This design comes from an exercise in tuning for small area on the open sky130 flow, not from production work. In this exercise RTL edits were held to simulation tests only and were not proved equivalent to the original. Power and IR drop assume default switching activity.

==> design.v <==
module dc_lane (
    input  wire        clk,
    input  wire        rst,
    input  wire [16:0] tstamp,
    input  wire        mod_bit,
    input  wire        demod_neg,
    input  wire        restart_req,
    input  wire        ts_slow,
    input  wire [15:0] h0,
    input  wire [17:0] h1,
    input  wire [17:0] h2,
    input  wire [15:0] h3,
    input  wire        ev_l,          
    output wire        sw_valid,
    output wire [11:0] coarse,
    output wire        coarse_sat,
    output wire        coarse_first,
    output wire [34:0] hb,
    output wire        ts_valid,
    output wire [15:0] ts_sample,
    output wire        ts_sat,
    output wire        ts_first
);
    wire [5:0] r  = tstamp[5:0];
    wire       r0 = (r == 6'd0);
    wire       swap_inst = r0 && !tstamp[6];
    reg        pend, m_slow, tsarm, tsdone, fresh;
    reg  [3:0] k;             
    wire do_restart = pend && swap_inst;
    wire ts_inst = r0 && ((tstamp[16:6] == 11'd0) ||
                          (!m_slow && tstamp[16:6] == 11'd960));
    reg clrE_l, swp_l, swf_l, tsi_l, tsp_l, tsf_l, fresh_l, s_l;
    always @(posedge clk) begin
        if (rst) begin
            pend <= 1'b0; m_slow <= ts_slow; tsarm <= 1'b0; tsdone <= 1'b0;
            fresh <= 1'b1; k <= 4'd0;
            swp_l <= 1'b0; tsp_l <= 1'b0;
        end else begin
            pend <= restart_req | (pend & ~do_restart);
            if (r0) begin
                clrE_l  <= !tstamp[6] && (do_restart || k == 4'd0);
                swp_l   <= !tstamp[6] && (k >= 4'd8);
                swf_l   <= (k == 4'd8);
                tsi_l   <= ts_inst;
                tsp_l   <= ts_inst && tsarm;
                tsf_l   <= !tsdone;
                fresh_l <= fresh;
                s_l     <= !m_slow;
                fresh   <= ts_inst || do_restart;
                if (do_restart) begin
                    k      <= 4'd1;
                    m_slow <= ts_slow;
                    tsarm  <= 1'b0;
                    tsdone <= 1'b0;
                end else begin
                    if (k != 4'd9) k <= k + 4'd1;
                    if (ts_inst && k >= 4'd4) tsarm <= 1'b1;
                    if (ts_inst && tsarm) tsdone <= 1'b1;
                end
            end
        end
    end
    wire b = mod_bit ^ demod_neg;
    reg [24:0] A;
    reg [23:0] B;
    reg [22:0] C;
    reg [19:0] D;
    wire        cic_clr = do_restart || (k == 4'd0);
    wire [24:0] a_base = r0 ? (cic_clr ? 25'd0 : {1'b0, B}) : A;
    wire [23:0] b_base = r0 ? (cic_clr ? 24'd0 : {1'b0, C}) : B;
    wire [22:0] c_base = r0 ? (cic_clr ? 23'd0 : {3'b0, D}) : C;
    wire [19:0] d_base = r0 ? 20'd0 : D;
    function [24:0] radd;
        input [24:0] x;
        input [24:0] y;
        integer i;
        reg c;
        begin
            c = 1'b0;
            for (i = 0; i < 25; i = i + 1) begin
                radd[i] = x[i] ^ y[i] ^ c;
                c = (x[i] & y[i]) | (c & (x[i] ^ y[i]));
            end
        end
    endfunction
    wire [24:0] a_sum = radd(a_base, {9'd0, h0 & {16{b}}});
    wire [24:0] b_sum = radd({1'b0, b_base}, {7'd0, h1 & {18{b}}});
    wire [24:0] c_sum = radd({2'b0, c_base}, {7'd0, h2 & {18{b}}});
    wire [24:0] d_sum = radd({5'b0, d_base}, {9'd0, h3 & {16{b}}});
    always @(posedge clk) begin
        A <= a_sum;
        B <= b_sum[23:0];
        C <= c_sum[22:0];
        D <= d_sum[19:0];
    end
    wire        accept = (k >= 4'd5);
    wire [24:0] u = accept ? {A[24] | A[23], ~A[23], A[22:0]} : 25'h1000000;
    reg [63:0] RA, RB, RC, RD;
    wire g25 = (r >= 6'd1) && (r <= 6'd25);
    wire x7  = ((r <= 6'd14) ? RD[50] : RC[36]) & g25;
    wire x7d = ((r <= 6'd15) ? RD[49] : RC[35]) & (r >= 6'd2) & (r <= 6'd26);
    wire x1  = RC[0]  & g25;
    wire x2  = RC[25] & g25;
    wire x3  = RD[0]  & g25;
    wire x4  = RD[25] & g25;
    wire x5  = RA[35] & g25;
    wire x6  = RB[34] & g25;
    wire zs  = ev_l ? x7 : (RB[0] & g25);             
    wire zp  = (r == 6'd25);                          
    wire c_init = (r == 6'd63);
    reg cb, cc, ct1, cd, ce1, ce2, cp1, cp2, cp3, ch1, ch2, cs1, cs2, cs3, ccr, cn;
    reg c1d, c2d, dd1, dd2, dd3, dd4, zsd;
    reg [7:0] x4d;
    wire sb  = x1 ^ x6 ^ cb;    wire nb  = (x1 & x6) | (cb & (x1 ^ x6));
    wire sc  = x3 ^ x5 ^ cc;    wire nc  = (x3 & x5) | (cc & (x3 ^ x5));
    wire st1 = c2d ^ c1d ^ ct1; wire nt1 = (c2d & c1d) | (ct1 & (c2d ^ c1d));
    wire nsb = ~sb;
    wire sd  = st1 ^ nsb ^ cd;  wire nd  = (st1 & nsb) | (cd & (st1 ^ nsb));
    wire se1 = sd ^ dd3 ^ ce1;  wire ne1 = (sd & dd3) | (ce1 & (sd ^ dd3));
    wire se2 = se1 ^ dd4 ^ ce2; wire ne2 = (se1 & dd4) | (ce2 & (se1 ^ dd4));
    wire sp1 = se2 ^ x7 ^ cp1;  wire np1 = (se2 & x7) | (cp1 & (se2 ^ x7));
    wire sp2 = sp1 ^ x7d ^ cp2; wire np2 = (sp1 & x7d) | (cp2 & (sp1 ^ x7d));
    wire sp3 = sp2 ^ x4d[7] ^ cp3; wire np3 = (sp2 & x4d[7]) | (cp3 & (sp2 ^ x4d[7]));
    wire pb  = RB[0] & (r >= 6'd1) & (r <= 6'd34);
    wire sh1 = pb ^ zs ^ ch1;   wire nh1 = (pb & zs) | (ch1 & (pb ^ zs));
    wire sh2 = sh1 ^ zsd ^ ch2; wire nh2 = (sh1 & zsd) | (ch2 & (sh1 ^ zsd));
    wire ss1 = zs ^ x1 ^ cs1;   wire ns1 = (zs & x1) | (cs1 & (zs ^ x1));
    wire ss2 = x2 ^ x3 ^ cs2;   wire ns2 = (x2 & x3) | (cs2 & (x2 ^ x3));
    wire ss3 = ss1 ^ ss2 ^ cs3; wire ns3 = (ss1 & ss2) | (cs3 & (ss1 ^ ss2));
    wire k12 = (r == 6'd13);
    wire scr = ss3 ^ k12 ^ ccr; wire ncr = (ss3 & k12) | (ccr & (ss3 ^ k12));
    localparam [34:0] KTS = 35'h08001E000;
    wire g35  = (r >= 6'd1) && (r <= 6'd35);
    wire [5:0] ri = r - 6'd1;
    wire kbit = KTS[ri];
    wire accb = (fresh_l ? kbit : RA[0]) & g35;
    wire su   = s_l ? zsd : zs;
    wire sn   = accb ^ su ^ cn;  wire nn = (accb & su) | (cn & (accb ^ su));
    always @(posedge clk) begin
        zsd <= zs;
        c1d <= sc;  c2d <= c1d;
        dd1 <= sd;  dd2 <= dd1; dd3 <= dd2; dd4 <= dd3;
        x4d <= {x4d[6:0], x4};
        if (c_init) begin
            cb <= 1'b0; cc <= 1'b0; ct1 <= 1'b0; cd <= 1'b1; ce1 <= 1'b0;
            ce2 <= 1'b0; cp1 <= 1'b0; cp2 <= 1'b0; cp3 <= 1'b0; ch1 <= 1'b0;
            ch2 <= 1'b0; cs1 <= 1'b0; cs2 <= 1'b0; cs3 <= 1'b0; ccr <= 1'b0;
            cn <= 1'b0;
        end else begin
            cb <= nb; cc <= nc; ct1 <= nt1; cd <= nd; ce1 <= ne1;
            ce2 <= ne2; cp1 <= np1; cp2 <= np2; cp3 <= np3; ch1 <= nh1;
            ch2 <= nh2; cs1 <= ns1; cs2 <= ns2; cs3 <= ns3; ccr <= ncr;
            cn <= nn;
        end
    end
    reg zt, q12, qs;
    always @(posedge clk) begin
        if (r == 6'd1) zt <= ~scr;
        else if (r <= 6'd13) zt <= zt & ~scr;
        if (r == 6'd26) q12 <= scr;
        if (r == 6'd27) qs  <= ~scr;
    end
    reg z14, zhi, sgn, bx, bq;
    reg [3:0] rem;
    wire [1:0] jm = r[1:0] + 2'd1;                      
    wire [3:0] w  = (r == 6'd35) ? 4'd14 : (4'd1 << jm);
    wire [4:0] rs = {1'b0, (r == 6'd15) ? 4'd0 : rem} + (sn ? {1'b0, w} : 5'd0);
    wire [4:0] rm = (rs >= 5'd15) ? rs - 5'd15 : rs;
    wire tie = z14 && (rem == 4'd0) && (sgn || zhi);
    wire [3:0] cdiv = tie ? 4'd15 : rem;
    wire [5:0] jj = r - 6'd36;
    wire p2  = tsi_l && (r >= 6'd36) && (r <= 6'd56);
    wire nj  = RA[43];
    wire cj  = (jj < 6'd4) ? cdiv[jj[1:0]] : 1'b0;
    wire xj  = nj ^ cj ^ bx;     wire nbx = (~nj & (cj | bx)) | (cj & bx);
    wire q4  = RA[39] & (r >= 6'd40);
    wire qj  = q4 ^ xj ^ bq;     wire nbq = (~q4 & (xj | bq)) | (xj & bq);
    always @(posedge clk) begin
        if (r == 6'd1) z14 <= ~sn;
        else if (r <= 6'd14) z14 <= z14 & ~sn;
        if (r >= 6'd15 && r <= 6'd35) rem <= rm[3:0];
        if (r == 6'd15) zhi <= ~sn;
        else if (r <= 6'd35) zhi <= zhi & ~sn;
        if (r == 6'd35) sgn <= sn;
        if (r == 6'd35) begin
            bx <= 1'b0; bq <= 1'b0;
        end else begin
            bx <= nbx; bq <= nbq;
        end
    end
    wire agE = ev_l && g25;
    wire agO = !ev_l && g25;
    always @(posedge clk) begin
        RA <= {RA[0], RA[63:1]};
        RB <= {RB[0], RB[63:1]};
        RC <= {RC[0], RC[63:1]};
        RD <= {RD[0], RD[63:1]};
        if (r0) begin
            if (tstamp[6]) begin
                RB[24:0] <= u;                  
            end else begin
                RD[63:50] <= u[13:0];           
                RC[60:50] <= u[24:14];
            end
        end
        if (g25) begin
            RC[63] <= (ev_l && clrE_l) ? zp : zs;         
            RC[24] <= (ev_l && clrE_l) ? zp : x1;         
            RD[63] <= (ev_l && clrE_l) ? zp : x2;         
            RD[24] <= (ev_l && clrE_l) ? zp : x3;         
        end
        if (agE) begin
            RA[34] <= clrE_l ? zp : x4;                   
            RB[33] <= clrE_l ? zp : x5;                   
            if (r <= 6'd14) RD[49] <= clrE_l ? zp : x6;   
            else            RC[35] <= clrE_l ? zp : x6;
        end
        if (r >= 6'd14 && r <= 6'd17) RA[46] <= scr;     
        if (r >= 6'd18 && r <= 6'd22) RB[41] <= scr;     
        if (r >= 6'd23 && r <= 6'd25) RC[38] <= scr;     
        if (r >= 6'd1 && r <= 6'd34)
            RB[63] <= ev_l ? sh2 : sp3;
        if (g35)
            RA[63] <= sn;
        if (p2)
            RA[42] <= qj;
    end
    assign sw_valid     = swp_l && (r == 6'd35);
    assign coarse_first = swf_l;
    assign hb = {~RB[63], RB[62:30], 1'b0};
    wire [11:0] qc = {RC[29:27], RB[29:25], RA[29:26]};
    wire qz  = (qc == 12'd0) && !q12 && !qs;
    wire tc  = zt && (qs || qz);
    wire shi = !qs && (q12 || qc[11]);
    wire slo = qs && (!(q12 && qc[11]) || (tc && qc[10:0] == 11'd0));
    assign coarse     = shi ? 12'h7FF : slo ? 12'h800 : (qc - {11'd0, tc});
    assign coarse_sat = shi || slo;
    wire [5:0] qhi = RA[42:37];
    wire tsat = !((qhi == 6'h00) || (qhi == 6'h3F));
    assign ts_valid  = tsp_l && (r == 6'd57);
    assign ts_sample = tsat ? (RA[42] ? 16'h8000 : 16'h7FFF) : RA[37:22];
    assign ts_sat    = tsat;
    assign ts_first  = tsf_l;
endmodule
module dc_accel (
    input  wire         clk,
    input  wire         rst,
    input  wire [2:0]   mod_bit,
    input  wire [2:0]   demod_neg,
    input  wire [2:0]   restart_req,
    input  wire [2:0]   ts_slow,
    output wire [2:0]   sw_valid,
    output wire [35:0]  coarse,
    output wire [2:0]   coarse_sat,
    output wire [2:0]   coarse_first,
    output wire [104:0] hb,
    output wire [2:0]   ts_valid,
    output wire [47:0]  ts_sample,
    output wire [2:0]   ts_sat,
    output wire [2:0]   ts_first
);
    reg [16:0] tstamp;      
    always @(posedge clk) begin
        if (rst)
            tstamp <= 17'd0;
        else
            tstamp <= (tstamp == 17'd122879) ? 17'd0 : tstamp + 17'd1;
    end
    wire [5:0] r = tstamp[5:0];
    localparam [63:0] H0_0 = 64'h8888888888888888;
    localparam [63:0] H0_1 = 64'h2828282828282828;
    localparam [63:0] H0_2 = 64'h52f852f852f852f8;
    localparam [63:0] H0_3 = 64'h25728fd825728fd8;
    localparam [63:0] H0_4 = 64'h17656212bdcfc8b8;
    localparam [63:0] H0_5 = 64'h0d976f855ae218d2;
    localparam [63:0] H0_6 = 64'h0358cef7713ade85;
    localparam [63:0] H0_7 = 64'h00ca8e58df4731f7;
    localparam [63:0] H0_8 = 64'h0039a49fca7ea058;
    localparam [63:0] H0_9 = 64'h00079db56c7e6a9f;
    localparam [63:0] H0_10 = 64'h00007c73252b4ce0;
    localparam [63:0] H0_11 = 64'h000003f0e31925aa;
    localparam [63:0] H0_12 = 64'h0000000fe0f8e399;
    localparam [63:0] H0_13 = 64'h000000001ff81f87;
    localparam [63:0] H0_14 = 64'h000000000007ff80;
    localparam [63:0] H0_15 = 64'h000000000000007f;
    localparam [63:0] H1_0 = 64'h8888888888888888;
    localparam [63:0] H1_1 = 64'h2828282828282828;
    localparam [63:0] H1_2 = 64'hda70da70da70da70;
    localparam [63:0] H1_3 = 64'h855a2ff0855a2ff0;
    localparam [63:0] H1_4 = 64'hcd9518ca673fb260;
    localparam [63:0] H1_5 = 64'h4ad7521f97020fc0;
    localparam [63:0] H1_6 = 64'h0138c9e89430442a;
    localparam [63:0] H1_7 = 64'h7a0a92a736d24e7f;
    localparam [63:0] H1_8 = 64'hd3f9b66022199f08;
    localparam [63:0] H1_9 = 64'hc952db4a91e2bfa7;
    localparam [63:0] H1_10 = 64'h38c9b6d98ffcd560;
    localparam [63:0] H1_11 = 64'had6d2492d555b31f;
    localparam [63:0] H1_12 = 64'h9b249249b3338f00;
    localparam [63:0] H1_13 = 64'h871c71c78f0f80ff;
    localparam [63:0] H1_14 = 64'h7f03f03f80ff8000;
    localparam [63:0] H1_15 = 64'hff000fff80007fff;
    localparam [63:0] H1_16 = 64'h00ffffff80000000;
    localparam [63:0] H1_17 = 64'h000000007fffffff;
    localparam [63:0] H2_0 = 64'h8888888888888888;
    localparam [63:0] H2_1 = 64'ha0a0a0a0a0a0a0a0;
    localparam [63:0] H2_2 = 64'h72d872d872d872d8;
    localparam [63:0] H2_3 = 64'h7fa2d5087fa2d508;
    localparam [63:0] H2_4 = 64'h326fe73298c54d98;
    localparam [63:0] H2_5 = 64'h1f82074fc2575a92;
    localparam [63:0] H2_6 = 64'ha1106148bc98e405;
    localparam [63:0] H2_7 = 64'hf3925b672a4a82f7;
    localparam [63:0] H2_8 = 64'h87ccc220336cfe58;
    localparam [63:0] H2_9 = 64'h2fea3c4a96da549f;
    localparam [63:0] H2_10 = 64'h3559ff8cdb6c98e0;
    localparam [63:0] H2_11 = 64'hc66d555a4925b5aa;
    localparam [63:0] H2_12 = 64'h078e666c924926cc;
    localparam [63:0] H2_13 = 64'hf80f878f1c71c70f;
    localparam [63:0] H2_14 = 64'h000ff80fe07e07f0;
    localparam [63:0] H2_15 = 64'hfff0000fff8007ff;
    localparam [63:0] H2_16 = 64'h0000000ffffff800;
    localparam [63:0] H2_17 = 64'hfffffff000000000;
    localparam [63:0] H3_0 = 64'h8888888888888888;
    localparam [63:0] H3_1 = 64'ha0a0a0a0a0a0a0a0;
    localparam [63:0] H3_2 = 64'hfa50fa50fa50fa50;
    localparam [63:0] H3_3 = 64'hdf8a7520df8a7520;
    localparam [63:0] H3_4 = 64'he89f9dea42353740;
    localparam [63:0] H3_5 = 64'h58c23ad50fb74d80;
    localparam [63:0] H3_6 = 64'h0bdae4777b98d600;
    localparam [63:0] H3_7 = 64'h7c6717d8d38a9800;
    localparam [63:0] H3_8 = 64'hd02bf29fc92ce000;
    localparam [63:0] H3_9 = 64'hcab3f1b56dcf0000;
    localparam [63:0] H3_10 = 64'h3996a52671f00000;
    localparam [63:0] H3_11 = 64'had24c6387e000000;
    localparam [63:0] H3_12 = 64'hce38f83f80000000;
    localparam [63:0] H3_13 = 64'h0fc0ffc000000000;
    localparam [63:0] H3_14 = 64'h0fff000000000000;
    localparam [63:0] H3_15 = 64'hf000000000000000;
    wire [15:0] h0 = {H0_15[r], H0_14[r], H0_13[r], H0_12[r], H0_11[r], H0_10[r], H0_9[r], H0_8[r], H0_7[r], H0_6[r], H0_5[r], H0_4[r], H0_3[r], H0_2[r], H0_1[r], H0_0[r]};
    wire [17:0] h1 = {H1_17[r], H1_16[r], H1_15[r], H1_14[r], H1_13[r], H1_12[r], H1_11[r], H1_10[r], H1_9[r], H1_8[r], H1_7[r], H1_6[r], H1_5[r], H1_4[r], H1_3[r], H1_2[r], H1_1[r], H1_0[r]};
    wire [17:0] h2 = {H2_17[r], H2_16[r], H2_15[r], H2_14[r], H2_13[r], H2_12[r], H2_11[r], H2_10[r], H2_9[r], H2_8[r], H2_7[r], H2_6[r], H2_5[r], H2_4[r], H2_3[r], H2_2[r], H2_1[r], H2_0[r]};
    wire [15:0] h3 = {H3_15[r], H3_14[r], H3_13[r], H3_12[r], H3_11[r], H3_10[r], H3_9[r], H3_8[r], H3_7[r], H3_6[r], H3_5[r], H3_4[r], H3_3[r], H3_2[r], H3_1[r], H3_0[r]};
    reg ev_l;
    always @(posedge clk)
        if (tstamp[5:0] == 6'd0) ev_l <= !tstamp[6];
    genvar g;
    generate
        for (g = 0; g < 3; g = g + 1) begin : lane
            dc_lane u_lane (
                .clk          (clk),
                .rst          (rst),
                .tstamp       (tstamp),
                .mod_bit      (mod_bit[g]),
                .demod_neg    (demod_neg[g]),
                .restart_req  (restart_req[g]),
                .ts_slow      (ts_slow[g]),
                .h0           (h0),
                .h1           (h1),
                .h2           (h2),
                .h3           (h3),
                .ev_l         (ev_l),
                .sw_valid     (sw_valid[g]),
                .coarse       (coarse[12*g +: 12]),
                .coarse_sat   (coarse_sat[g]),
                .coarse_first (coarse_first[g]),
                .hb           (hb[35*g +: 35]),
                .ts_valid     (ts_valid[g]),
                .ts_sample    (ts_sample[16*g +: 16]),
                .ts_sat       (ts_sat[g]),
                .ts_first     (ts_first[g])
            );
        end
    endgenerate
endmodule
==> run.sh <==
#!/bin/bash
# synth_recipe.tcl (not shown) runs the flow's synth.tcl, then flattens the netlist and writes it again
# the make line also repeats each setting of config.mk as NAME=value (left out here)
make -C /OpenROAD-flow-scripts/flow DESIGN_CONFIG=/design/flow/config.mk WORK_HOME=/design/flow/orfs CLKGATE_MAP_FILE= SYNTH_SCRIPT=/design/flow/synth_recipe.tcl finish
==> config.mk <==
export PLATFORM = sky130hd
export DESIGN_NAME = dc_accel
export DESIGN_NICKNAME = dc_accel
export VERILOG_FILES = /design/flow/design.v
export SDC_FILE = /design/flow/constraint.sdc
export NUM_CORES = 4
export LEC_CHECK = 0
export CAP_MARGIN = 20
export CORE_MARGIN = 2
export CORE_UTILIZATION = 70
export CTS_CLUSTER_DIAMETER = 100
export CTS_CLUSTER_SIZE = 28
export SLEW_MARGIN = 20
==> constraint.sdc <==
create_clock -name core_clock -period 40.0 [get_ports {clk}]
set_input_delay 8.0000 -clock core_clock [delete_from_list [all_inputs] [get_ports {clk}]]
set_output_delay 8.0000 -clock core_clock [all_outputs]
set_load 0.01 [all_outputs]
==> results of run 1 <==
[cell usage after synthesis (8+ instances only)]
master,count
buf_2,67
o21a_1,51
o21ai_0,246
a21oi_1,154
o311ai_0,9
xor2_1,28
nand3_1,40
inv_1,288
a211oi_1,10
a31oi_1,38
o211ai_1,14
and4_1,8
a22oi_2,10
nor3_1,45
xnor2_1,46
o221ai_1,8
edfxtp_1,52
nor3b_1,10
or2_2,16
mux2_2,23
o31ai_1,15
and3_1,19
nor2_1,215
or4_1,8
nor2b_1,61
a221oi_1,8
or3_1,18
mux4_2,8
clkbuf_1,149
nand4_1,13
a21o_1,39
ha_1,127
dfxtp_1,1190
mux2i_1,22
and2_1,62
fa_1,249
a22o_1,106
a22oi_1,88
buf_4,130
a311oi_1,13
nand2_1,521
nand2b_1,63
buf_1,14
[cells in the final DEF, fill, tap and decap left out, types with 51 or more instances in the layout]
master / Yosys / routed
inv_1: 288 / 287
edfxtp_1: 52 / 52
nand2b_1: 63 / 63
a22o_1: 106 / 106
nor2b_1: 61 / 61
nand2_1: 521 / 518
and2_1: 62 / 60
nor2_1: 215 / 212
o21ai_0: 246 / 244
dfxtp_1: 1190 / 1185
ha_1: 127 / 127
clkbuf_16: 0 / 51
a21oi_1: 154 / 154
clkdlybuf4s50_1: 0 / 217
fa_1: 249 / 249
o21a_1: 51 / 51
a22oi_1: 88 / 88
[kinds of logic after synthesis]
logic type / Yosys count
flip-flops: 1242
AND/OR/NAND/NOR: 1121
AO/OA/AOI/OAI: 880
buffers and inverters: 657
adder cells (fa/ha/maj): 376
XOR/XNOR: 74
multiplexers: 53
other: 1
[metal layers]
layer / global-route usage / part of all wire / up-vias
li1: - / - / 14400
met1: 0.442 / 0.40 / 15100
met2: 0.539 / 0.46 / 1250
met3: 0.0649 / 0.084 / 307
met4: 0.151 / 0.050 / 2
met5: 0 / 0.00010 / -
[power by group]
group          total [mW]  internal, mW  switching [mW]  leakage, nW
Combinational       0.574         0.250           0.324         9.72
Sequential           1.55          1.44           0.112         10.3
Clock               0.609         0.238           0.371        0.676
[registers in the layout, summed over array words and instances, names as in the netlist, 12 cells and up]
register and count:
lane.u_lane.RD 192, lane.u_lane.C 69, lane.u_lane.D 60, tstamp 17, lane.u_lane.k 12, lane.u_lane.RC 192
lane.u_lane.A 75, lane.u_lane.B 72, lane.u_lane.rem 12, lane.u_lane.RA 192, lane.u_lane.RB 192, lane.u_lane.x4d 24
[layout make-up]
cell class                      instances  area share
Clock buffer                           65      0.0262
Clock inverter                          3     0.00138
Inverter                              293      0.0217
Multi-Input combinational cell       2507       0.377
Sequential cell                      1242       0.501
Tap cell                              873      0.0216
Timing Repair Buffer                  268      0.0506
[critical path, delay by kind of cell]
family	cells	cell delay [ps]
adder cells (fa/ha/maj)	24	6350
buffers and inverters	6	1020
XOR/XNOR	2	310
AND/OR/NAND/NOR	1	300
[worst paths after layout]
check / start / to / cells past startpoint
min reg2reg: lane[0].u_lane.RA[5] / lane[0].u_lane.RA[4] / 0
max: demod_neg[2] / lane[2].u_lane.A[24] / 33
min: lane[0].u_lane.RA[5] / lane[0].u_lane.RA[4] / 0
max reg2reg: tstamp[1] / lane[2].u_lane.A[24] / 39
==> flow_metrics.py, run 1 <==
metrics = {
    "critical_path": {
        "arrival_ps": 16000,
        "start_kind": "input pin",
        "crit_required_ps": 40600,
        "criticalPathCategory": "in -> reg",
        "worstPathMaxFanout": 22,
        "cp_common_cell": "fa_1",
        "max_stage_delay_ps": 540,
        "slowest_stage": "clkdlybuf4s50_1",
        "r2r_setup_slack_ps": 29530,
        "cp-end-kind": "flip-flop",
    },
    "detailed_routing": {
        "drc": 0,
        "post_drt_via_cell_ratio": 5.92,
        "ant_nets": 0,
        "dr.pass1.iters": 6,
        "via_count": 31100,
        "wire_per_inst_um": 22.3,
        "first_iter_violations": 3337,
        "wl_um": 117000,
    },
    "synth": {
        "synth_edf_count": 52,
        "yosys.area_share.simple": 0.109,
        "synth_warnings": 2,
        "synth-seq-area-share": 0.535,
        "yosysTopAreaCell": "dfxtp_1",
        "synth-seq-cells": 1242,
        "muxShareOfSynthArea": 0.0139,
        "synth_fa_ha_area_frac": 0.139,
        "syn_area_per_cell_um2": 10.8,
        "syn_area_um2": 47400,
        "synth.top_cells.by_area": "dfxtp_1, fa_1, nand2_1",
        "async_flop_share": 0,
        "synth_flop_cell": "dfxtp_1",
        "synth_xor_area_frac": 0.0137,
        "syn_inst": 4404,
        "synth_compound_gate_area_share": 0.125,
        "synth_top_family_by_area": "adder cells",
        "synth.top_cell.area_share": 0.502,
        "synth_cell_types": 90,
    },
    "timing": {
        "maxSlewHeadroom": 0.162,
        "finalSetupTns_ps": 0,
        "holdWs_ps": 328,
        "fmax_mhz": 64.9,
        "setup-violations-final": 0,
        "worst_slack_ps": 24600,
        "finalHoldViolations": 0,
        "skew_ps": 26.2,
        "fin_crit_ps": 15400,
        "period_share": 0.385,
        "tightestPinTransition_ps": 1240,
        "slew_viol_final": 0,
        "rsz0062_at_grt": "no",
    },
    "finish": {
        "multi_input_area_um2": 19100,
        "fin_area_um2": 50600,
        "area_growth_pct": 6.78,
        "diodes": 0,
        "drive_gt1_frac": 0.0466,
        "seq_area_um2": 25400,
        "fillers": 4559,
        "post-route-util": 0.754,
        "final_cells": 5251,
        "finish.net_count": 4752,
    },
    "global_route": {
        "grt_pass1_wl_um": 180000,
        "grt_antenna_before_repair": 3,
        "grt_overflow": 0,
        "grt_pass1_vias": 30400,
        "grt_util_all_layers": 0.335,
        "grt_max_degree": 202,
    },
    "clock_network": {
        "cts_resized": 0,
        "htreeDepth": 2,
        "clock_path_buffers": 3,
        "clock_latency_ps": 670,
        "post_cts_buffers": 0,
        "root_buffer": "clkbuf_16",
        "clkSinkCount": 1242,
        "cts_made_buffers": 50,
        "cts_tree": "done",
        "clkTransAtPathRegs_ps": 110,
        "cts_hold_buf": 0,
    },
    "place": {
        "placed_cell_area_um2": 49200,
        "pre_cts_ws_ps": 23860,
        "gp_congestion": 1.06,
        "placedCellCount": 5182,
        "hpwl_um": 84000,
        "io_buffers": 217,
    },
    "die": {
        "rows": 95,
        "die_w_um": 264,
        "die_h_um": 264,
        "ioPinCount": 221,
        "start_util": 0.706,
        "dieArea_um2": 69800,
        "coreArea_um2": 67200,
    },
    "flow_run": {
        "drv_cap": 0,
    },
    "pwr": {
        "p_per_area_nw_per_um2": 54.0,
        "p_leak_nw": 20.6,
        "irDropWorstVdd_uv": 46.3,
        "p_total_mw": 2.74,
    },
    "outcome": {
        "status": "timing/DRC/antenna clean",
    },
    "min_path": {
        "hold_path_class": "reg -> reg",
    },
}
==> run 2, diff against run 1 <==
--- a/design.v
+++ b/design.v
@@ -11,5 +11,4 @@
     input  wire [17:0] h2,
     input  wire [15:0] h3,
-    input  wire        ev_l,          
     output wire        sw_valid,
     output wire [11:0] coarse,
@@ -27,38 +26,38 @@
     reg        pend, m_slow, tsarm, tsdone, fresh;
     reg  [3:0] k;             
+    reg        rs_ev, m_new;  
     wire do_restart = pend && swap_inst;
-    wire ts_inst = r0 && ((tstamp[16:6] == 11'd0) ||
-                          (!m_slow && tstamp[16:6] == 11'd960));
-    reg clrE_l, swp_l, swf_l, tsi_l, tsp_l, tsf_l, fresh_l, s_l;
+    wire ev  = !tstamp[6];    
+    wire tsb = (tstamp[16:6] == 11'd0) ||
+               (!m_slow && tstamp[16:6] == 11'd960);    
     always @(posedge clk) begin
         if (rst) begin
             pend <= 1'b0; m_slow <= ts_slow; tsarm <= 1'b0; tsdone <= 1'b0;
-            fresh <= 1'b1; k <= 4'd0;
-            swp_l <= 1'b0; tsp_l <= 1'b0;
+            fresh <= 1'b1; k <= 4'd0; rs_ev <= 1'b0;
         end else begin
             pend <= restart_req | (pend & ~do_restart);
             if (r0) begin
-                clrE_l  <= !tstamp[6] && (do_restart || k == 4'd0);
-                swp_l   <= !tstamp[6] && (k >= 4'd8);
-                swf_l   <= (k == 4'd8);
-                tsi_l   <= ts_inst;
-                tsp_l   <= ts_inst && tsarm;
-                tsf_l   <= !tsdone;
-                fresh_l <= fresh;
-                s_l     <= !m_slow;
-                fresh   <= ts_inst || do_restart;
-                if (do_restart) begin
+                rs_ev <= do_restart;
+                m_new <= ts_slow;
+            end
+            if (r == 6'd63) begin
+                fresh <= tsb || rs_ev;
+                if (rs_ev) begin
                     k      <= 4'd1;
-                    m_slow <= ts_slow;
+                    m_slow <= m_new;
                     tsarm  <= 1'b0;
                     tsdone <= 1'b0;
                 end else begin
                     if (k != 4'd9) k <= k + 4'd1;
-                    if (ts_inst && k >= 4'd4) tsarm <= 1'b1;
-                    if (ts_inst && tsarm) tsdone <= 1'b1;
+                    if (tsb && k >= 4'd4) tsarm <= 1'b1;
+                    if (tsb && tsarm) tsdone <= 1'b1;
                 end
             end
         end
     end
+    wire clrE  = ev && (rs_ev || k == 4'd0);
+    wire swp   = ev && (k >= 4'd8);
+    wire tsp   = tsb && tsarm;
+    wire s_2   = !m_slow;
     wire b = mod_bit ^ demod_neg;
     reg [24:0] A;
@@ -106,5 +105,5 @@
     wire x5  = RA[35] & g25;
     wire x6  = RB[34] & g25;
-    wire zs  = ev_l ? x7 : (RB[0] & g25);             
+    wire zs  = ev ? x7 : (RB[0] & g25);               
     wire zp  = (r == 6'd25);                          
     wire c_init = (r == 6'd63);
@@ -134,6 +133,6 @@
     wire [5:0] ri = r - 6'd1;
     wire kbit = KTS[ri];
-    wire accb = (fresh_l ? kbit : RA[0]) & g35;
-    wire su   = s_l ? zsd : zs;
+    wire accb = (fresh ? kbit : RA[0]) & g35;
+    wire su   = s_2 ? zsd : zs;
     wire sn   = accb ^ su ^ cn;  wire nn = (accb & su) | (cn & (accb ^ su));
     always @(posedge clk) begin
@@ -170,5 +169,5 @@
     wire [3:0] cdiv = tie ? 4'd15 : rem;
     wire [5:0] jj = r - 6'd36;
-    wire p2  = tsi_l && (r >= 6'd36) && (r <= 6'd56);
+    wire p2  = tsb && (r >= 6'd36) && (r <= 6'd56);
     wire nj  = RA[43];
     wire cj  = (jj < 6'd4) ? cdiv[jj[1:0]] : 1'b0;
@@ -189,6 +188,5 @@
         end
     end
-    wire agE = ev_l && g25;
-    wire agO = !ev_l && g25;
+    wire agE = ev && g25;
     always @(posedge clk) begin
         RA <= {RA[0], RA[63:1]};
@@ -197,22 +195,25 @@
         RD <= {RD[0], RD[63:1]};
         if (r0) begin
-            if (tstamp[6]) begin
-                RB[24:0] <= u;                  
+            if (!ev) begin
+                RB[24:0] <= RB[25:1] | u;                   
             end else begin
-                RD[63:50] <= u[13:0];           
-                RC[60:50] <= u[24:14];
+                RD[63:50] <= {RD[0], RD[63:51]} | u[13:0];   
+                RC[60:50] <= RC[61:51] | u[24:14];
             end
         end
+        if (ev && r >= 6'd36 && r <= 6'd60) RB[28] <= 1'b0;    
+        if (!ev && r >= 6'd2 && r <= 6'd15) RD[48] <= 1'b0;    
+        if (!ev && r >= 6'd16 && r <= 6'd26) RC[34] <= 1'b0;   
         if (g25) begin
-            RC[63] <= (ev_l && clrE_l) ? zp : zs;         
-            RC[24] <= (ev_l && clrE_l) ? zp : x1;         
-            RD[63] <= (ev_l && clrE_l) ? zp : x2;         
-            RD[24] <= (ev_l && clrE_l) ? zp : x3;         
+            RC[63] <= clrE ? zp : zs;         
+            RC[24] <= clrE ? zp : x1;         
+            RD[63] <= clrE ? zp : x2;         
+            RD[24] <= clrE ? zp : x3;         
         end
         if (agE) begin
-            RA[34] <= clrE_l ? zp : x4;                   
-            RB[33] <= clrE_l ? zp : x5;                   
-            if (r <= 6'd14) RD[49] <= clrE_l ? zp : x6;   
-            else            RC[35] <= clrE_l ? zp : x6;
+            RA[34] <= clrE ? zp : x4;                   
+            RB[33] <= clrE ? zp : x5;                   
+            if (r <= 6'd14) RD[49] <= clrE ? zp : x6;   
+            else            RC[35] <= clrE ? zp : x6;
         end
         if (r >= 6'd14 && r <= 6'd17) RA[46] <= scr;     
@@ -220,5 +221,5 @@
         if (r >= 6'd23 && r <= 6'd25) RC[38] <= scr;     
         if (r >= 6'd1 && r <= 6'd34)
-            RB[63] <= ev_l ? sh2 : sp3;
+            RB[63] <= ev ? sh2 : sp3;
         if (g35)
             RA[63] <= sn;
@@ -226,6 +227,6 @@
             RA[42] <= qj;
     end
-    assign sw_valid     = swp_l && (r == 6'd35);
-    assign coarse_first = swf_l;
+    assign sw_valid     = swp && (r == 6'd35);
+    assign coarse_first = (k == 4'd8);
     assign hb = {~RB[63], RB[62:30], 1'b0};
     wire [11:0] qc = {RC[29:27], RB[29:25], RA[29:26]};
@@ -238,8 +239,8 @@
     wire [5:0] qhi = RA[42:37];
     wire tsat = !((qhi == 6'h00) || (qhi == 6'h3F));
-    assign ts_valid  = tsp_l && (r == 6'd57);
+    assign ts_valid  = tsp && (r == 6'd57);
     assign ts_sample = tsat ? (RA[42] ? 16'h8000 : 16'h7FFF) : RA[37:22];
     assign ts_sat    = tsat;
-    assign ts_first  = tsf_l;
+    assign ts_first  = !tsdone;
 endmodule
 module dc_accel (
@@ -340,7 +341,4 @@
     wire [17:0] h2 = {H2_17[r], H2_16[r], H2_15[r], H2_14[r], H2_13[r], H2_12[r], H2_11[r], H2_10[r], H2_9[r], H2_8[r], H2_7[r], H2_6[r], H2_5[r], H2_4[r], H2_3[r], H2_2[r], H2_1[r], H2_0[r]};
     wire [15:0] h3 = {H3_15[r], H3_14[r], H3_13[r], H3_12[r], H3_11[r], H3_10[r], H3_9[r], H3_8[r], H3_7[r], H3_6[r], H3_5[r], H3_4[r], H3_3[r], H3_2[r], H3_1[r], H3_0[r]};
-    reg ev_l;
-    always @(posedge clk)
-        if (tstamp[5:0] == 6'd0) ev_l <= !tstamp[6];
     genvar g;
     generate
@@ -358,5 +356,4 @@
                 .h2           (h2),
                 .h3           (h3),
-                .ev_l         (ev_l),
                 .sw_valid     (sw_valid[g]),
                 .coarse       (coarse[12*g +: 12]),
==> run 2 against run 1 <==
Compared with the run above: still clean on timing, DRC and antenna; die area shrank 2.3%; combinational power grew 15%; wire length grew 4.5%; via count shrank 1.5%; synthesized area shrank 2.4%; worst setup slack lost 34 ps; sequential share of layout area shrank 0.21 points; synthesized cell count shrank 6.1%; cell count shrank 4.3%; critical endpoint unchanged; largest cell class unchanged; largest power group unchanged.
==> flow_metrics.py, run 2 <==
metrics = {
    "finish": {
        "fin_area_um2": 49800,
        "fillers": 4311,
        "final_common_cell": "dfxtp_1",
        "drive_gt1_frac": 0.0542,
        "area_growth_pct": 7.51,
        "seq_area_um2": 24900,
        "multi_input_area_um2": 18600,
        "finish.net_count": 4531,
        "most-common-layout-cells": "dfxtp_1, inv_1, nand2_1",
    },
    "timing": {
        "finalHoldViolations": 0,
        "finalSetupTns_ps": 0,
        "tightestPinTransition_ps": 1280,
        "skew_ps": 32.9,
        "rsz0062_at_grt": "no",
        "fin_crit_ps": 15440,
        "maxSlewHeadroom": 0.145,
        "slew_viol_final": 0,
        "fmax_mhz": 64.8,
        "period_share": 0.386,
        "setup-violations-final": 0,
    },
    "die": {
        "die_h_um": 261,
        "coreArea_um2": 65600,
        "die_w_um": 261,
        "ioPinCount": 221,
        "dieArea_um2": 68200,
        "start_util": 0.705,
        "rows": 94,
    },
    "global_route": {
        "grt_max_degree": 173,
        "grt_pass1_wl_um": 181000,
        "grt_util_all_layers": 0.357,
        "grt_pass1_vias": 29800,
        "grt_overflow": 0,
        "grt_antenna_before_repair": 13,
    },
    "critical_path": {
        "worstPathMaxFanout": 21,
        "cp_common_cell": "fa_1",
        "crit_path_end": "lane[2].u_lane.A[24]",
        "arrival_ps": 16020,
        "crit_start": "demod_neg[2]",
        "r2r_setup_slack_ps": 29340,
        "criticalPathCategory": "in -> reg",
        "start_kind": "input pin",
        "crit_required_ps": 40580,
        "max_stage_delay_ps": 540,
        "slowest_stage": "clkdlybuf4s50_1",
        "reg2regPathDepth": 35,
        "cp-end-kind": "flip-flop",
        "r2r-end": "lane[0].u_lane.A[24]",
        "r2r_start": "tstamp[2]",
    },
    "synth": {
        "synth.top_cell.area_share": 0.513,
        "synth_warnings": 2,
        "async_flop_share": 0,
        "synth_flop_cell": "dfxtp_1",
        "synth-seq-area-share": 0.537,
        "synth-seq-cells": 1223,
        "syn_inst": 4135,
        "synth.most_common_cell": "dfxtp_1",
        "synth_edf_count": 36,
        "syn_area_per_cell_um2": 11.2,
        "synth_top_cells_by_count": "dfxtp_1, inv_1, nand2_1",
        "yosysTopAreaCell": "dfxtp_1",
        "synth.top_cells.by_area": "dfxtp_1, fa_1, ha_1",
        "syn_area_um2": 46300,
        "synth_cell_types": 94,
    },
    "clock_network": {
        "root_buffer": "clkbuf_16",
        "cts_resized": 0,
        "cts_made_buffers": 51,
        "clock_path_buffers": 3,
        "post_cts_buffers": 0,
        "clkSinkCount": 1223,
        "cts_tree": "done",
        "clkTransAtPathRegs_ps": 100,
        "cts_hold_buf": 0,
        "clock_latency_ps": 660,
        "htreeDepth": 2,
    },
    "detailed_routing": {
        "wl_um": 122000,
        "via_count": 30600,
        "dr.pass1.iters": 6,
        "first_iter_violations": 4005,
        "drc": 0,
        "post_drt_via_cell_ratio": 6.09,
        "ant_nets": 0,
        "wire_per_inst_um": 24.4,
    },
    "pwr": {
        "p_per_area_nw_per_um2": 56.5,
        "irDropWorstVdd_uv": 50.4,
        "p_leak_nw": 21.3,
    },
    "place": {
        "hpwl_um": 86300,
        "gp_congestion": 1.04,
        "placed_cell_area_um2": 48300,
        "io_buffers": 217,
    },
    "min_path": {
        "hold_path_class": "reg -> reg",
    },
    "outcome": {
        "status": "timing/DRC/antenna clean",
    },
    "flow_run": {
        "drv_cap": 0,
    },
}
## run 2: worst min path at each step
stage	startpoint	end	slack (ps)	cells after the start
2_1_floorplan	lane[0].u_lane.RA[1]	lane[0].u_lane.RA[0]	310	0
5_1_grt	lane[2].u_lane.RA[48]	lane[2].u_lane.RA[47]	330	0
3_3_place_gp	lane[2].u_lane.RA[57]	lane[2].u_lane.RA[56]	310	0
4_1_cts	lane[0].u_lane.RC[31]	lane[0].u_lane.RC[30]	330	0
3_5_place_dp	lane[0].u_lane.RC[62]	lane[0].u_lane.RC[61]	310	0
6_report	lane[0].u_lane.RC[31]	lane[0].u_lane.RC[30]	330	0
## run 2: per-stage QoR
stage / setup WS, ps / total power [mW] / instances / util / hold slack, ps
after floorplan: 25070 / 1.94 / 4137 / - / 310
after global placement: 24100 / 2.19 / 4951 / 0.736 / 310
after detailed placement: 23950 / 2.22 / 4952 / 0.736 / 312
after CTS: 24640 / 2.82 / 5019 / 0.758 / 328
after global routing: 24230 / 2.95 / 5019 / 0.758 / 332
final: 24560 / 2.81 / 5024 / 0.758 / 327
## run 2: final cells by class
| type | count | share of cell area |
|---|---|---|
| Clock inverter | 6 | 0.00236 |
| Clock buffer | 61 | 0.0266 |
| Timing Repair Buffer | 281 | 0.0534 |
| Sequential cell | 1223 | 0.499 |
| Inverter | 296 | 0.0223 |
| Antenna cell | 5 | 0.000251 |
| Multi-Input combinational cell | 2288 | 0.374 |
| Tap cell | 864 | 0.0217 |
## run 2: cell families (layout without fill, tap and decap cells)
family,count (synthesis),in the layout,share of synthesized area
fa+ha+maj,376,376,0.142
mux,45,45,0.0124
flops,1223,1223,0.537
compound gates,899,899,0.137
xor+xnor,74,74,0.0140
other cells,1,8,0.0000810
buf+inv,626,644,0.0642
simple gates,891,891,0.0936
## run 2: report_power, final
part | switching, mW | total (mW) | internal [mW]
sequential | 0.118 | 1.54 | 1.42
combinational | 0.350 | 0.661 | 0.311
clock | 0.372 | 0.613 | 0.241
## run 2: per-layer routing
layer	up-vias	GRT usage	wire length, µm
li1	13700	-	-
met1	15000	0.486	49500
met2	1558	0.545	54300
met3	334	0.0950	13200
met4	4	0.148	5490
met5	-	0	27
## run 2: worst max-delay path, delay by kind of cell
family / cells / cell delay [ps]
adders and majority gates: 24 / 6360
and+or+nand+nor: 1 / 310
xor gates and xnor gates: 2 / 300
buffers and inverters: 6 / 1020
==> run 3, diff against run 2 <==
==> flow/run.sh (new file) <==
#!/bin/bash
# Own flow: the standard layout (standard.sh, all ORFS steps unchanged),
# except that synthesis maps the logic with an area-oriented ABC script
# (flow/abc.script) in place of ORFS's abc_speed.script. Registers, their
# names and cells are the same as in the standard synthesis.
set -euo pipefail
work="$(cd "$(dirname "$0")/.." && pwd)"
cd "$work"
rm -rf "$work/orfs_scripts"
cp -r "$FLOW_HOME/scripts" "$work/orfs_scripts"
cp "$work/flow/abc.script" "$work/orfs_scripts/abc_speed.script"
SCRIPTS_DIR="$work/orfs_scripts" bash "$work/standard.sh" > "$work/standard_flow.log" 2>&1
==> flow/abc.script (new file) <==
&get -n
&st
&syn2
&dch
&nf -a
&st
&syn2
&dch
&nf -a
&put
==> standard.sh (new file) <==
#!/bin/bash
# synth_recipe.tcl (not shown) runs the flow's synth.tcl, then flattens the netlist and writes it again
# the make line also repeats each setting of config.mk as NAME=value (left out here)
make -C /OpenROAD-flow-scripts/flow DESIGN_CONFIG=/design/flow/config.mk WORK_HOME=/design/flow/orfs CLKGATE_MAP_FILE= SYNTH_SCRIPT=/design/flow/synth_recipe.tcl "${@:-finish}"
removed: run.sh
==> run 3 against run 2 <==
Compared with the run above: now fails the layout checks on capacitance limit, slew limit; sequential power rose by 11%; total power rose by 13%; sequential share of layout area rose by 0.72 points; synthesized area fell by 4.1%; non-clock buffer count rose by 27; largest cell class unchanged; largest power group unchanged.
==> flow_metrics.py, run 3 <==
metrics = {
    "synth": {
        "synth-seq-cells": 1223,
        "synth_compound_gate_area_share": 0.134,
        "synth.top_cells.by_area": "dfxtp_1, fa_1, ha_1",
        "muxShareOfSynthArea": 0.00448,
        "syn_area_um2": 44400,
        "syn_inst": 3878,
        "synth-seq-area-share": 0.559,
        "synth_warnings": 2,
        "synth_xor_area_frac": 0.0144,
        "async_flop_share": 0,
        "synth_top_family_by_area": "adder cells",
        "synth_edf_count": 36,
        "synth_top_cells_by_count": "dfxtp_1, nand2_1, nor2_1",
        "syn_area_per_cell_um2": 11.5,
        "yosysTopAreaCell": "dfxtp_1",
        "synth_flop_cell": "dfxtp_1",
        "synth.top_cell.area_share": 0.535,
        "synth_cell_types": 62,
        "synth.most_common_cell": "dfxtp_1",
        "yosys.area_share.simple": 0.0951,
        "synth_fa_ha_area_frac": 0.148,
    },
    "detailed_routing": {
        "via_count": 33400,
        "drc": 0,
        "dr.pass1.iters": 9,
        "post_drt_via_cell_ratio": 6.70,
        "wl_um": 153000,
        "wire_per_inst_um": 30.6,
        "first_iter_violations": 4789,
        "ant_nets": 0,
    },
    "timing": {
        "worst_slack_ps": 23670,
        "slew_viol_final": 4,
        "period_share": 0.408,
        "fin_crit_ps": 16330,
        "fmax_mhz": 61.3,
        "finalSetupTns_ps": 0,
        "skew_ps": 37.3,
        "finalHoldViolations": 0,
        "maxSlewHeadroom": -0.00819,
        "setup-violations-final": 0,
        "tightestPinTransition_ps": 1510,
        "rsz0062_at_grt": "no",
    },
    "place": {
        "hpwl_um": 97600,
        "io_buffers": 217,
        "pre_cts_ws_ps": 23690,
        "gp_congestion": 1.01,
    },
    "critical_path": {
        "slowest_stage": "clkdlybuf4s50_1",
        "criticalPathCategory": "in -> reg",
        "crit_required_ps": 40600,
        "crit_start": "demod_neg[2]",
        "cp-end-kind": "flip-flop",
        "max_stage_delay_ps": 510,
        "start_kind": "input pin",
        "cp_common_cell": "fa_1",
        "worstPathMaxFanout": 22,
        "arrival_ps": 16920,
        "r2r_start": "tstamp[0]",
    },
    "clock_network": {
        "clock_path_buffers": 3,
        "clkTransAtPathRegs_ps": 120,
        "cts_resized": 0,
        "clock_latency_ps": 680,
        "htreeDepth": 2,
        "root_buffer": "clkbuf_16",
        "cts_tree": "done",
        "clkSinkCount": 1223,
        "cts_made_buffers": 50,
        "post_cts_buffers": 0,
        "cts_hold_buf": 0,
    },
    "finish": {
        "finish.net_count": 4507,
        "final_common_cell": "dfxtp_1",
        "area_growth_pct": 10.5,
        "drive_gt1_frac": 0.0426,
        "most-common-layout-cells": "dfxtp_1, nand2_1, nor2_1",
    },
    "pwr": {
        "p_leak_nw": 20.0,
        "p_per_area_nw_per_um2": 64.6,
        "p_total_mw": 3.17,
        "irDropWorstVdd_uv": 55.1,
    },
    "outcome": {
        "violations": "capacitance limit, slew limit",
        "status": "failed layout checks",
    },
    "global_route": {
        "grt_util_all_layers": 0.446,
        "grt_antenna_before_repair": 14,
        "grt_pass1_vias": 33700,
        "grt_overflow": 0,
        "grt_pass1_wl_um": 216000,
        "grt_max_degree": 106,
    },
    "flow_run": {
        "drv_cap": 1,
    },
    "die": {
        "dieArea_um2": 65500,
        "die_w_um": 256,
        "die_h_um": 256,
        "rows": 92,
        "coreArea_um2": 62900,
        "start_util": 0.707,
        "ioPinCount": 221,
    },
    "min_path": {
        "worstHoldStart": "lane[1].u_lane.RC[43]",
        "hold_path_class": "reg -> reg",
    },
}
[run 3: worst max-delay path: cells and delay by family]
family	cells	cell delay [ps]
adders and majority gates	24	7160
and+or+nand+nor	1	350
xor gates and xnor gates	2	310
buffers and inverters	6	1110
[run 3: cells by family (layout without fill, tap and decap cells)]
kind of cell    count (synthesis)  in the layout
other cells                     1             16
compound gates                853            853
buf+inv                       404            659
fa+ha+maj                     376            376
simple gates                  930            930
flops                        1223           1223
mux                            18             18
xor+xnor                       73             73
[run 3: final cells by class]
class,count,area (µm²)
clock inverter,6,120
clock buffer,64,1300
timing repair buffer,308,2860
inverter,281,1050
fill,3315,13800
tap,846,1060
antenna,13,32.5
multi-input combinational,2253,17800
sequential,1223,24800
[run 3: final timing paths]
kind	endpoint	slack, ps	cells after the start
max	lane[2].u_lane.A[24]	23670	33
max reg2reg	lane[0].u_lane.A[24]	28600	37
min reg2reg	lane[1].u_lane.RC[42]	320	0
min	lane[1].u_lane.RC[42]	320	0
[run 3: metal layers]
metal	GRT usage	vias up	wire, µm
li1	-	13500	-
met1	0.518	16200	50300
met2	0.713	2876	69200
met3	0.143	935	19200
met4	0.291	10	13900
met5	0	-	60
[run 3: power breakdown]
part / switching, mW / internal, mW / leakage, nW
logic: 0.468 / 0.371 / 9.06
registers: 0.193 / 1.51 / 10.2
clock network: 0.385 / 0.237 / 0.683
total: 1.05 / 2.12 / 20.0
[run 3: through the flow]
stage | util | instances | area (µm²) | hold WS [ps]
5_1_grt | 0.780 | 4982 | 49000 | 321
3_5_place_dp | 0.756 | 4906 | 47500 | 312
6_report | 0.780 | 4994 | 49100 | 322
4_1_cts | 0.779 | 4976 | 48900 | 318
2_1_floorplan | - | 3880 | 44400 | 310
3_3_place_gp | 0.756 | 4906 | 47500 | 310
==> run 4, diff against run 3 <==
--- a/design.v
+++ b/design.v
@@ -105,10 +105,10 @@
     wire x5  = RA[35] & g25;
     wire x6  = RB[34] & g25;
-    wire zs  = ev ? x7 : (RB[0] & g25);               
+    wire zs  = ev ? x4 : (RB[0] & g25);               
+    wire x4s = RD[17] & (r >= 6'd9) & (r <= 6'd33);   
     wire zp  = (r == 6'd25);                          
     wire c_init = (r == 6'd63);
     reg cb, cc, ct1, cd, ce1, ce2, cp1, cp2, cp3, ch1, ch2, cs1, cs2, cs3, ccr, cn;
     reg c1d, c2d, dd1, dd2, dd3, dd4, zsd;
-    reg [7:0] x4d;
     wire sb  = x1 ^ x6 ^ cb;    wire nb  = (x1 & x6) | (cb & (x1 ^ x6));
     wire sc  = x3 ^ x5 ^ cc;    wire nc  = (x3 & x5) | (cc & (x3 ^ x5));
@@ -120,10 +120,10 @@
     wire sp1 = se2 ^ x7 ^ cp1;  wire np1 = (se2 & x7) | (cp1 & (se2 ^ x7));
     wire sp2 = sp1 ^ x7d ^ cp2; wire np2 = (sp1 & x7d) | (cp2 & (sp1 ^ x7d));
-    wire sp3 = sp2 ^ x4d[7] ^ cp3; wire np3 = (sp2 & x4d[7]) | (cp3 & (sp2 ^ x4d[7]));
+    wire sp3 = sp2 ^ x4s ^ cp3; wire np3 = (sp2 & x4s) | (cp3 & (sp2 ^ x4s));
     wire pb  = RB[0] & (r >= 6'd1) & (r <= 6'd34);
     wire sh1 = pb ^ zs ^ ch1;   wire nh1 = (pb & zs) | (ch1 & (pb ^ zs));
     wire sh2 = sh1 ^ zsd ^ ch2; wire nh2 = (sh1 & zsd) | (ch2 & (sh1 ^ zsd));
-    wire ss1 = zs ^ x1 ^ cs1;   wire ns1 = (zs & x1) | (cs1 & (zs ^ x1));
-    wire ss2 = x2 ^ x3 ^ cs2;   wire ns2 = (x2 & x3) | (cs2 & (x2 ^ x3));
+    wire ss1 = zs ^ x7 ^ cs1;   wire ns1 = (zs & x7) | (cs1 & (zs ^ x7));
+    wire ss2 = x1 ^ x2 ^ cs2;   wire ns2 = (x1 & x2) | (cs2 & (x1 ^ x2));
     wire ss3 = ss1 ^ ss2 ^ cs3; wire ns3 = (ss1 & ss2) | (cs3 & (ss1 ^ ss2));
     wire k12 = (r == 6'd13);
@@ -140,5 +140,4 @@
         c1d <= sc;  c2d <= c1d;
         dd1 <= sd;  dd2 <= dd1; dd3 <= dd2; dd4 <= dd3;
-        x4d <= {x4d[6:0], x4};
         if (c_init) begin
             cb <= 1'b0; cc <= 1'b0; ct1 <= 1'b0; cd <= 1'b1; ce1 <= 1'b0;
@@ -198,19 +197,17 @@
                 RB[24:0] <= RB[25:1] | u;                   
             end else begin
-                RD[63:50] <= {RD[0], RD[63:51]} | u[13:0];   
-                RC[60:50] <= RC[61:51] | u[24:14];
+                RD[49:25] <= RD[50:26] | u;                 
             end
         end
         if (ev && r >= 6'd36 && r <= 6'd60) RB[28] <= 1'b0;    
-        if (!ev && r >= 6'd2 && r <= 6'd15) RD[48] <= 1'b0;    
-        if (!ev && r >= 6'd16 && r <= 6'd26) RC[34] <= 1'b0;   
-        if (g25) begin
-            RC[63] <= clrE ? zp : zs;         
-            RC[24] <= clrE ? zp : x1;         
-            RD[63] <= clrE ? zp : x2;         
-            RD[24] <= clrE ? zp : x3;         
-        end
+        if (!ev && r >= 6'd9 && r <= 6'd33) RD[16] <= 1'b0;    
+        if (!ev && r >= 6'd2 && r <= 6'd15) RD[48] <= zsd;     
+        if (!ev && r >= 6'd16 && r <= 6'd26) RC[34] <= zsd;
         if (agE) begin
-            RA[34] <= clrE ? zp : x4;                   
+            RC[63] <= clrE ? zp : x4;                   
+            RC[24] <= clrE ? zp : x7;                   
+            RD[63] <= clrE ? zp : x1;                   
+            RD[24] <= clrE ? zp : x2;                   
+            RA[34] <= clrE ? zp : x3;                   
             RB[33] <= clrE ? zp : x5;                   
             if (r <= 6'd14) RD[49] <= clrE ? zp : x6;   
==> run 4 against run 3 <==
Compared with the run above: now clean on timing, DRC and antenna; sequential cell count fell by 24; clock skew rose by 38 ps; global-route usage fell by 5.5 points; synthesized cell count rose by 0.41%; cell count fell by 0.44%; sequential power fell by 5%; combinational power fell by 13%; wire length fell by 17%; final area fell by 0.88%; critical endpoint is now lane[2].u_lane.A[23]; largest power group unchanged.
==> flow_metrics.py, run 4 <==
metrics = {
    "outcome": {
        "status": "timing/DRC/antenna clean",
    },
    "finish": {
        "most-common-layout-cells": "dfxtp_1, nand2_1, nor2_1",
        "post-route-util": 0.775,
        "final_common_cell": "dfxtp_1",
        "finish.net_count": 4503,
        "area_growth_pct": 10.1,
        "drive_gt1_frac": 0.0359,
        "fin_area_um2": 48600,
    },
    "synth": {
        "syn_area_um2": 44200,
        "synth.most_common_cell": "dfxtp_1",
        "synth_edf_count": 36,
        "synth-seq-cells": 1199,
        "synth.top_cell.area_share": 0.527,
        "synth_flop_cell": "dfxtp_1",
        "syn_area_per_cell_um2": 11.3,
        "yosysTopAreaCell": "dfxtp_1",
        "syn_inst": 3894,
        "async_flop_share": 0,
        "synth_warnings": 2,
        "synth_top_cells_by_count": "dfxtp_1, nand2_1, nor2_1",
        "synth.top_cells.by_area": "dfxtp_1, fa_1, ha_1",
        "synth-seq-area-share": 0.551,
        "synth_cell_types": 64,
    },
    "pwr": {
        "p_leak_nw": 19.8,
        "p_per_area_nw_per_um2": 60.8,
        "irDropWorstVdd_uv": 69.8,
    },
    "critical_path": {
        "worstPathMaxFanout": 22,
        "max_stage_delay_ps": 560,
        "cp-end-kind": "flip-flop",
        "arrival_ps": 16240,
        "slowest_stage": "clkdlybuf4s50_1",
        "crit_required_ps": 40550,
        "start_kind": "input pin",
        "cp_common_cell": "fa_1",
        "criticalPathCategory": "in -> reg",
    },
    "die": {
        "coreArea_um2": 62700,
        "dieArea_um2": 65100,
        "rows": 92,
        "start_util": 0.704,
        "die_w_um": 255,
        "die_h_um": 255,
        "ioPinCount": 221,
    },
    "clock_network": {
        "cts_tree": "done",
        "cts_hold_buf": 0,
        "clkSinkCount": 1199,
        "clock_path_buffers": 3,
        "clock_latency_ps": 680,
        "cts_made_buffers": 50,
        "htreeDepth": 2,
        "clkTransAtPathRegs_ps": 100,
        "root_buffer": "clkbuf_16",
        "cts_resized": 0,
        "post_cts_buffers": 0,
    },
    "place": {
        "io_buffers": 217,
        "placed_cell_area_um2": 47100,
        "gp_congestion": 1.01,
        "hpwl_um": 90100,
    },
    "timing": {
        "period_share": 0.392,
        "tightestPinTransition_ps": 1190,
        "fmax_mhz": 63.7,
        "finalSetupTns_ps": 0,
        "slew_viol_final": 0,
        "maxSlewHeadroom": 0.206,
        "fin_crit_ps": 15700,
        "finalHoldViolations": 0,
        "holdWs_ps": 308,
        "setup-violations-final": 0,
        "rsz0062_at_grt": "no",
        "skew_ps": 75.8,
    },
    "detailed_routing": {
        "first_iter_violations": 3532,
        "dr.pass1.iters": 6,
        "wl_um": 127000,
        "drc": 0,
        "post_drt_via_cell_ratio": 6.24,
        "ant_nets": 0,
        "wire_per_inst_um": 25.5,
        "via_count": 31000,
    },
    "global_route": {
        "grt_pass1_vias": 31900,
        "grt_pass1_wl_um": 191000,
        "grt_util_all_layers": 0.391,
        "grt_antenna_before_repair": 6,
        "grt_overflow": 0,
        "grt_max_degree": 84,
    },
    "flow_run": {
        "drv_cap": 0,
    },
    "min_path": {
        "hold_path_class": "reg -> reg",
    },
}
## run 4: cell types whose count changed in the layout (fill, tap and decap cells not counted), moves of 7 or more
cell	previous run	this run
a21oi_1	129	171
dfxtp_1	1184	1161
buf_4	87	65
a22o_1	107	120
a22oi_1	107	94
a21o_1	158	146
diode_2	13	2
a221oi_1	11	3
nand2_1	312	320
a211oi_1	18	11
nor4_1	11	18
o21ai_1	7	0
or3_1	12	19
xor2_1	21	14
## run 4: power by group
| group | leakage, nW | internal (mW) | switching [mW] | total, mW |
|---|---|---|---|---|
| registers | 10.0 | 1.47 | 0.155 | 1.62 |
| logic | 9.06 | 0.334 | 0.394 | 0.728 |
| clock network | 0.694 | 0.237 | 0.367 | 0.604 |
| total | 19.8 | 2.04 | 0.916 | 2.96 |
## run 4: worst max-delay path, delay by kind of cell
kind	cells	cell delay [ps]
adders and majority gates	24	6480
and+or+nand+nor	1	300
xor gates and xnor gates	1	210
buffers and inverters	8	1220
## run 4: area by class of cell
| cell class | count | area (µm²) |
|---|---|---|
| multi-input combinational | 2296 | 18000 |
| timing repair buffer | 282 | 2660 |
| clock inverter | 8 | 159 |
| tap | 846 | 1060 |
| clock buffer | 61 | 1290 |
| sequential | 1199 | 24400 |
| inverter | 278 | 1040 |
| fill | 3632 | 14100 |
| antenna | 2 | 5.00 |
## run 4: routing by layer
layer	vias to the layer above	wire length, µm	GRT usage
li1	13500	-	-
met5	-	0	0
met3	443	11800	0.0879
met2	1690	59200	0.624
met1	15400	48700	0.509
met4	0	7100	0.191
## run 4: cell families (layout without fill, tap and decap cells)
kind of cell | count (synthesis) | in the layout | share of synthesized area
buf+inv | 401 | 629 | 0.0443
fa+ha+maj | 382 | 382 | 0.150
flops | 1199 | 1199 | 0.551
other cells | 1 | 5 | 0.0000849
xor+xnor | 71 | 71 | 0.0141
simple gates | 966 | 966 | 0.100
compound gates | 850 | 850 | 0.132
mux | 24 | 24 | 0.00680
## run 4: final timing paths
kind / start / to / slack, ps / depth (start not counted)
max: demod_neg[2] / lane[2].u_lane.A[23] / 24300 / 34
min: lane[0].u_lane.RC[38] / lane[0].u_lane.RC[37] / 310 / 0
max reg2reg: tstamp[1] / lane[0].u_lane.A[24] / 29510 / 38
min reg2reg: lane[0].u_lane.RC[38] / lane[0].u_lane.RC[37] / 310 / 0
## run 4: through the flow
| step | std cells | power, mW | worst slack, ps |
|---|---|---|---|
| 3_3_place_gp | 4901 | 2.27 | 23990 |
| 6_report | 4972 | 2.96 | 24300 |
| 3_5_place_dp | 4901 | 2.34 | 23700 |
| 2_1_floorplan | 3896 | 2.03 | 20680 |
| 4_1_cts | 4970 | 2.95 | 24320 |
| 5_1_grt | 4970 | 3.08 | 23960 |

## separate check: timing with driven ports
In the flow no input, the clock included, has a driving cell. The finished layouts below were timed again as built, in two steps. Step 1 assumes that a clkbuf_16 drives the clock port and a buf_2 every other input. Step 2 times the ports against the registers' clock, not the clock port: input delays grow and output delays shrink by t, the midpoint of the rising clock arrivals with the driver on. Three values: ideal, step 1, step 2; two values: the first two.
run | t (ns) | setup WS [ns] | latest minus earliest clock arrival (ns) | worst data-port slew with drivers (ns) | pins driven straight from the clock port
run 1 | 0.726 | 24.598 / 24.645 / 23.919 | 0.031 / 0.031 | 0.04 | 1
run 2 | 0.712 | 24.564 / 24.605 / 23.894 | 0.035 / 0.035 | 0.07 | 1
run 3 | 0.728 | 23.674 / 23.713 / 22.984 | 0.039 / 0.039 | 0.06 | 1
run 4 | 0.721 | 24.302 / 24.348 / 23.627 | 0.084 / 0.084 | 0.06 | 1
The setup slack of run 3, which loses most, moves by +0.039 ns with the drivers and by -0.690 ns with both steps.
